From an optimization exercise on the open Yosys and OpenROAD flow, aimed at small area, a short achievable clock period and few clock cycles per item; shortcuts taken in it are not production practice. No functional check of the RTL was part of this run.

`design.v`:
```
module sha256_core (
    input  wire         clk,
    input  wire         rst,         
    input  wire         in_valid,
    output wire         in_ready,
    input  wire         first,       
    input  wire [511:0] block,
    output reg          out_valid,
    output wire [255:0] digest
);
    localparam [31:0] IV0 = 32'h6a09e667, IV1 = 32'hbb67ae85, IV2 = 32'h3c6ef372, IV3 = 32'ha54ff53a,
                      IV4 = 32'h510e527f, IV5 = 32'h9b05688c, IV6 = 32'h1f83d9ab, IV7 = 32'h5be0cd19;
    reg        busy;
    reg  [5:0] c;
    reg        cur_valid;    
    reg        pend;         
    reg        fill_ok;      
    reg        fr;           
    reg        frn;          
    reg        r0;           
    wire c_is0  = (c == 6'd0);
    wire c_is62 = (c == 6'd62);
    wire c_is63 = (c == 6'd63);
    wire fill   = (c[5:4] == 2'b11);
    assign in_ready = busy & c_is63 & fill_ok;
    wire   acc      = in_valid & in_ready & ~rst;
    always @(posedge clk) begin
        if (rst) begin
            busy      <= 1'b0;
            c         <= 6'd48;
            cur_valid <= 1'b0;
            pend      <= 1'b0;
            r0        <= 1'b0;
            out_valid <= 1'b0;
        end else begin
            out_valid <= busy & c_is0 & cur_valid;
            r0        <= busy & c_is0 & pend;
            if (!busy) begin
                c <= 6'd48;
                if (in_valid) begin
                    busy      <= 1'b1;
                    c         <= 6'd49;
                    cur_valid <= 1'b0;
                    pend      <= 1'b0;
                end
            end else begin
                c <= c + 6'd1;
                if (c_is63)
                    pend <= in_valid & fill_ok;
                if (c_is0) begin
                    cur_valid <= pend;
                    pend      <= 1'b0;
                    if (!pend) begin
                        busy <= 1'b0;
                        c    <= 6'd48;
                    end
                end
            end
        end
    end
    always @(posedge clk) begin
        if (c == 6'd48)
            fill_ok <= in_valid;
        else
            fill_ok <= fill_ok & in_valid;
        if (acc)
            frn <= first;
        if (busy & c_is0)
            fr <= frn;
    end
    reg [31:0] k_c;
    always @(*) begin
        case (c)
            6'd0: k_c = 32'h428a2f98;
            6'd1: k_c = 32'h71374491;
            6'd2: k_c = 32'hb5c0fbcf;
            6'd3: k_c = 32'he9b5dba5;
            6'd4: k_c = 32'h3956c25b;
            6'd5: k_c = 32'h59f111f1;
            6'd6: k_c = 32'h923f82a4;
            6'd7: k_c = 32'hab1c5ed5;
            6'd8: k_c = 32'hd807aa98;
            6'd9: k_c = 32'h12835b01;
            6'd10: k_c = 32'h243185be;
            6'd11: k_c = 32'h550c7dc3;
            6'd12: k_c = 32'h72be5d74;
            6'd13: k_c = 32'h80deb1fe;
            6'd14: k_c = 32'h9bdc06a7;
            6'd15: k_c = 32'hc19bf174;
            6'd16: k_c = 32'he49b69c1;
            6'd17: k_c = 32'hefbe4786;
            6'd18: k_c = 32'h0fc19dc6;
            6'd19: k_c = 32'h240ca1cc;
            6'd20: k_c = 32'h2de92c6f;
            6'd21: k_c = 32'h4a7484aa;
            6'd22: k_c = 32'h5cb0a9dc;
            6'd23: k_c = 32'h76f988da;
            6'd24: k_c = 32'h983e5152;
            6'd25: k_c = 32'ha831c66d;
            6'd26: k_c = 32'hb00327c8;
            6'd27: k_c = 32'hbf597fc7;
            6'd28: k_c = 32'hc6e00bf3;
            6'd29: k_c = 32'hd5a79147;
            6'd30: k_c = 32'h06ca6351;
            6'd31: k_c = 32'h14292967;
            6'd32: k_c = 32'h27b70a85;
            6'd33: k_c = 32'h2e1b2138;
            6'd34: k_c = 32'h4d2c6dfc;
            6'd35: k_c = 32'h53380d13;
            6'd36: k_c = 32'h650a7354;
            6'd37: k_c = 32'h766a0abb;
            6'd38: k_c = 32'h81c2c92e;
            6'd39: k_c = 32'h92722c85;
            6'd40: k_c = 32'ha2bfe8a1;
            6'd41: k_c = 32'ha81a664b;
            6'd42: k_c = 32'hc24b8b70;
            6'd43: k_c = 32'hc76c51a3;
            6'd44: k_c = 32'hd192e819;
            6'd45: k_c = 32'hd6990624;
            6'd46: k_c = 32'hf40e3585;
            6'd47: k_c = 32'h106aa070;
            6'd48: k_c = 32'h19a4c116;
            6'd49: k_c = 32'h1e376c08;
            6'd50: k_c = 32'h2748774c;
            6'd51: k_c = 32'h34b0bcb5;
            6'd52: k_c = 32'h391c0cb3;
            6'd53: k_c = 32'h4ed8aa4a;
            6'd54: k_c = 32'h5b9cca4f;
            6'd55: k_c = 32'h682e6ff3;
            6'd56: k_c = 32'h748f82ee;
            6'd57: k_c = 32'h78a5636f;
            6'd58: k_c = 32'h84c87814;
            6'd59: k_c = 32'h8cc70208;
            6'd60: k_c = 32'h90befffa;
            6'd61: k_c = 32'ha4506ceb;
            6'd62: k_c = 32'hbef9a3f7;
            6'd63: k_c = 32'hc67178f2;
            default: k_c = 32'h0;
        endcase
    end
    reg  [31:0] w [0:15];
    reg  [31:0] blk_word;
    always @(*) begin
        case (c[3:0])
            4'd0:  blk_word = block[511:480];
            4'd1:  blk_word = block[479:448];
            4'd2:  blk_word = block[447:416];
            4'd3:  blk_word = block[415:384];
            4'd4:  blk_word = block[383:352];
            4'd5:  blk_word = block[351:320];
            4'd6:  blk_word = block[319:288];
            4'd7:  blk_word = block[287:256];
            4'd8:  blk_word = block[255:224];
            4'd9:  blk_word = block[223:192];
            4'd10: blk_word = block[191:160];
            4'd11: blk_word = block[159:128];
            4'd12: blk_word = block[127:96];
            4'd13: blk_word = block[95:64];
            4'd14: blk_word = block[63:32];
            default: blk_word = block[31:0];
        endcase
    end
    wire [31:0] ws0   = {w[1][6:0], w[1][31:7]} ^ {w[1][17:0], w[1][31:18]} ^ (w[1] >> 3);
    wire [31:0] ws1   = {w[14][16:0], w[14][31:17]} ^ {w[14][18:0], w[14][31:19]} ^ (w[14] >> 10);
    wire [31:0] w_new = ws1 + w[9] + ws0 + w[0];
    integer i;
    always @(posedge clk) begin
        for (i = 0; i < 15; i = i + 1)
            w[i] <= w[i+1];
        w[15] <= fill ? blk_word : w_new;
    end
    reg [31:0] hv0, hv1, hv2, hv3, hv4, hv5, hv6, hv7;
    assign digest = {hv0, hv1, hv2, hv3, hv4, hv5, hv6, hv7};
    wire [31:0] hi0 = fr ? IV0 : hv0;
    wire [31:0] hi1 = fr ? IV1 : hv1;
    wire [31:0] hi2 = fr ? IV2 : hv2;
    wire [31:0] hi3 = fr ? IV3 : hv3;
    wire [31:0] hi4 = fr ? IV4 : hv4;
    wire [31:0] hi5 = fr ? IV5 : hv5;
    wire [31:0] hi6 = fr ? IV6 : hv6;
    wire [31:0] hi7 = fr ? IV7 : hv7;
    reg [31:0] a, b, cc, e, f, g, p, q;
    wire [31:0] a_in = r0 ? hi0 : a;
    wire [31:0] b_in = r0 ? hi1 : b;
    wire [31:0] c_in = r0 ? hi2 : cc;
    wire [31:0] e_in = r0 ? hi4 : e;
    wire [31:0] f_in = r0 ? hi5 : f;
    wire [31:0] g_in = r0 ? hi6 : g;
    wire [31:0] big_s0 = {a_in[1:0], a_in[31:2]} ^ {a_in[12:0], a_in[31:13]} ^ {a_in[21:0], a_in[31:22]};
    wire [31:0] big_s1 = {e_in[5:0], e_in[31:6]} ^ {e_in[10:0], e_in[31:11]} ^ {e_in[24:0], e_in[31:25]};
    wire [31:0] ch     = (e_in & f_in) ^ (~e_in & g_in);
    wire [31:0] maj    = (a_in & b_in) | (c_in & (a_in | b_in));
    wire [31:0] xe_s = q ^ big_s1 ^ ch;
    wire [31:0] xe_c = ((q & big_s1) | (q & ch) | (big_s1 & ch)) << 1;
    wire [31:0] e_new = xe_s + xe_c;
    wire [31:0] x1_s = p ^ big_s1 ^ ch;
    wire [31:0] x1_c = ((p & big_s1) | (p & ch) | (big_s1 & ch)) << 1;
    wire [31:0] x2_s = big_s0 ^ maj ^ x1_s;
    wire [31:0] x2_c = ((big_s0 & maj) | (big_s0 & x1_s) | (maj & x1_s)) << 1;
    wire [31:0] x3_s = x1_c ^ x2_s ^ x2_c;
    wire [31:0] x3_c = ((x1_c & x2_s) | (x1_c & x2_c) | (x2_s & x2_c)) << 1;
    wire [31:0] a_new = x3_s + x3_c;
    wire [31:0] hn  = c_is0 ? (frn ? IV7 : hv7) : g_in;
    wire [31:0] dn  = c_is0 ? (frn ? IV3 : hv3) : c_in;
    wire [31:0] ij0 = c_is63 ? hi0 : 32'd0;
    wire [31:0] ij4 = c_is63 ? hi4 : 32'd0;
    wire [31:0] kw  = k_c + w[0];
    always @(posedge clk) begin
        a  <= a_new;
        b  <= a_in;
        cc <= b_in;
        e  <= e_new;
        f  <= e_in;
        g  <= f_in;
        p  <= hn + kw + ij0;
        q  <= dn + hn + kw + ij4;
    end
    wire [31:0] fa_h = c_is62 ? hi3 : c_is63 ? hi2 : hi1;
    wire [31:0] fe_h = c_is62 ? hi7 : c_is63 ? hi6 : hi5;
    wire [31:0] fa_s = fa_h + a;
    wire [31:0] fe_s = fe_h + e;
    wire        upd  = busy & cur_valid;
    always @(posedge clk) begin
        if (upd & c_is62) begin hv3 <= fa_s; hv7 <= fe_s; end
        if (upd & c_is63) begin hv2 <= fa_s; hv6 <= fe_s; end
        if (upd & c_is0)  begin hv1 <= fa_s; hv5 <= fe_s; hv0 <= a_new; hv4 <= e_new; end
    end
endmodule
```
`run.sh`:
```
#!/bin/bash
# synth_recipe.tcl (not shown) runs the flow's synth.tcl, then flattens the netlist and writes it again
# the make line also repeats each setting of config.mk as NAME=value (left out here)
make -C /OpenROAD-flow-scripts/flow DESIGN_CONFIG=/design/flow/config.mk WORK_HOME=/design/flow/orfs CLKGATE_MAP_FILE= SYNTH_SCRIPT=/design/flow/synth_recipe.tcl finish
```
`config.mk`:
```
export PLATFORM = sky130hd
export DESIGN_NAME = sha256_core
export DESIGN_NICKNAME = sha256_core
export VERILOG_FILES = /design/flow/design.v
export SDC_FILE = /design/flow/constraint.sdc
export NUM_CORES = 4
export LEC_CHECK = 0
export CAP_MARGIN = 20
export CORE_MARGIN = 2
export CORE_UTILIZATION = 40
export PLACE_DENSITY = 0.6
export SLEW_MARGIN = 20
```
`constraint.sdc`:
```
create_clock -name core_clock -period 9.0 [get_ports {clk}]
set_input_delay 1.8000 -clock core_clock [delete_from_list [all_inputs] [get_ports {clk}]]
set_output_delay 1.8000 -clock core_clock [all_outputs]
set_load 0.01 [all_outputs]
```
==> run summary <==
worst max-delay path: cells and delay by family, from the launching register on:
kind            cells  cell delay (ns)
compound gates     17             3.45
fa+ha+maj           5             2.20
simple gates        4             0.92
buf+inv             3             0.52
xor+xnor            2             0.50
flops               1             0.33
cell families (layout without fill, tap and decap cells):
logic type                 after synthesis  in the layout  synth area share
AOI/OAI and AO/OA                     1473           1473             0.176
xor gates and xnor gates               471            471            0.0744
adders and majority gates              575            575             0.166
buffers and inverters                  675           1560            0.0458
DFF                                   1038           1038             0.419
muxes                                   87             87            0.0172
other                                    0              9                 0
and+or+nand+nor                       1191           1191             0.101
Yosys cell counts, types with 52 or more instances:
library cell,n,share of area
inv_1,433,0.029
a22oi_1,67,0.0090
and3_1,52,0.0058
fa_1,284,0.10
ha_1,262,0.059
a22o_1,61,0.0096
dfxtp_1,780,0.28
xnor2_1,389,0.061
a221oi_1,75,0.012
edfxtp_1,258,0.14
xor2_1,79,0.012
o21ai_0,281,0.025
nor3_1,81,0.0073
nor2_1,304,0.020
nor2b_1,107,0.012
a21oi_1,366,0.033
nand2_1,352,0.024
o22a_1,67,0.011
mux2i_1,62,0.011
a21o_1,106,0.014
clkbuf_1,191,0.013
nand3_1,96,0.0086
per-layer routing:
layer  up-vias  GRT usage  share of wire
met2      2621      0.580           0.43
met4        14      0.280          0.085
li1      21000          -              -
met5         -          0        0.00032
met1     23800      0.483           0.39
met3       557     0.0949          0.093
cell type report:
type / instances / area (µm²) / area share
tap: 1876 / 2350 / 0.0334
antenna: 9 / 22.5 / 0.000321
clock inverter: 54 / 762 / 0.0109
sequential: 1038 / 23400 / 0.333
clock buffer: 154 / 3170 / 0.0452
multi-input combinational: 3797 / 30000 / 0.427
inverter: 436 / 1640 / 0.0233
timing repair buffer: 916 / 8870 / 0.126
final timing paths:
kind / from / end
worst max-delay path: c[1] / q[29]
worst min-delay path: w[12][1] / w[11][1]
worst min register to register: w[12][1] / w[11][1]
worst max register to register: c[1] / q[29]
metrics by stage:
stage | setup slack [ns] | utilization
floorplan | 0.894 | -
global placement | 1.23 | 0.476
detailed placement | 1.11 | 0.476
CTS | 1.08 | 0.505
global route | 0.326 | 0.505
finish | 0.942 | 0.505
==> flow_metrics.tcl <==
set metrics [dict create \
    outcome "no timing/DRC/antenna violations" \
    drc 0 \
    finalHoldViolations 0 \
    drive_gt1_frac 0.0674 \
    fin_crit_sh 0.895 \
    cts_buffers 109 \
    syn2layout_area_growth_pct 25.8 \
    finalNetCount 7360 \
    max_slew.worst_pin.slew_ns 1.40 \
    ctsHoldBuffers 0 \
    yosys.cell_types.count 90 \
    postCtsSetupBuffers 0 \
    relSlewSlack 0.0646 \
    die_area_mm2 0.142 \
    die_h_um 377 \
    cts.reportedPaths.clkPinSlew_ns 0.07 \
    grt_pass1_wl_um 377000 \
    worstPathMaxFanout 18 \
    layout_common_cells "dfxtp_1 (775), clkdlybuf4s50_1 (773), inv_1 (433), xnor2_1 (389), a21oi_1 (366)" \
    grt_setup_unrepaired "false" \
    fillers 12600 \
    largest-register "w" \
    cp.arrival_ns 8.65 \
    final-setup-viol-count 0 \
    clkSinkCount 1038 \
    gr-total-overflow 0 \
    hold_path_depth 0 \
    crit_top_cell "a21oi_1" \
    core_mm2 0.139 \
    cp_slowest_stage_delay_ns 0.65 \
    syn-num-nets 6572 \
    slowest_stage "ha_1" \
    max-cap-violations 0 \
    async_reset_ff_frac 0 \
    fmax_ghz 0.124 \
    die_w_um 377 \
    h-tree-depth 3 \
    wl_per_cell_um 33.8 \
    worstSetupStartpointType "flop" \
    gp_congestion 1.06 \
    layout_min_cycle_time_ns 8.06 \
    layout.cells.non_filler 8280 \
    postSynthCellCount 5510 \
    largest_reg_flops 512 \
    dp.cells 8063 \
    clockBufferDepth 3 \
    firstDrtPassIters 6 \
    min_path_type "flop to flop" \
    ys_ff_latch 1038 \
    antenna_left 0 \
    layout_commonest_cell "dfxtp_1" \
    avgSynthCellArea_um2 10.1 \
    required_ns 9.60 \
    path_class "flop to flop" \
    clock_latency_ns 0.78 \
    ys_seq_area_frac 0.419 \
    antenna_found_initial 21 \
    vias 48000 \
    dpl_cell_area_mm2 0.0662 \
    reg2regPathDepth 31 \
    ys_warn_count 2 \
    grt_pass1_vias 46300 \
    cts_tree "built" \
    row_count 137 \
    syn_area_mm2 0.0558 \
    hold_slack_ns 0.272 \
    first_iter_violations 5762 \
    root_buffer "clkbuf_16" \
    io_pins 774 \
    synth_edf_count 258 \
    synth_ff_type "dfxtp_1" \
    cts_resized 0 \
    fin_skew_ns 0.0692 \
    floorplan.initialDensity 0.401 \
    dp.final_hpwl_um 231000 \
    port_buffers 773 \
    stdcell_area_mm2 0.0702 \
    grt_usage 0.386 \
    grt_max_degree 93 \
    rrSetupSlack_ns 0.94 \
    viasPerCell 5.80 \
    end_kind "flop" \
    routed_wl_um 280000 \
    finalSetupTns_ns 0 \
    drv_slew 0 \
]

==> port drivers added, routing unchanged <==
How much do the figures lean on ideal ports? The routed layout below was timed once more, with nothing changed but the port constraints. Step 1 (the two cells are an assumption about what drives the block):
set clk [get_ports {clk}]
set_driving_cell -lib_cell sky130_fd_sc_hd__clkbuf_16 $clk
set_driving_cell -lib_cell sky130_fd_sc_hd__buf_2 [delete_from_list [all_inputs] $clk]
Step 2 moves the port delays by t, midway between the first and last clock arrival at a register: inputs arrive t later, outputs are due t later. That takes back most of the time a late clock gives input paths. Three values: no drivers, after step 1, after step 2; two values: the first two.
shift t [ns]: 0.836
setup slack, ns: 0.942 / 0.942 / 0.942
worst setup path after step 2: register to register
worst register clock-pin slew, ns: 0.07 / 0.07
worst data-port slew with drivers (ns): 0.32
After both steps setup and hold are still met in this run. The setup slack of this run moves by 0.000 ns with the drivers and by 0.000 ns with both steps.
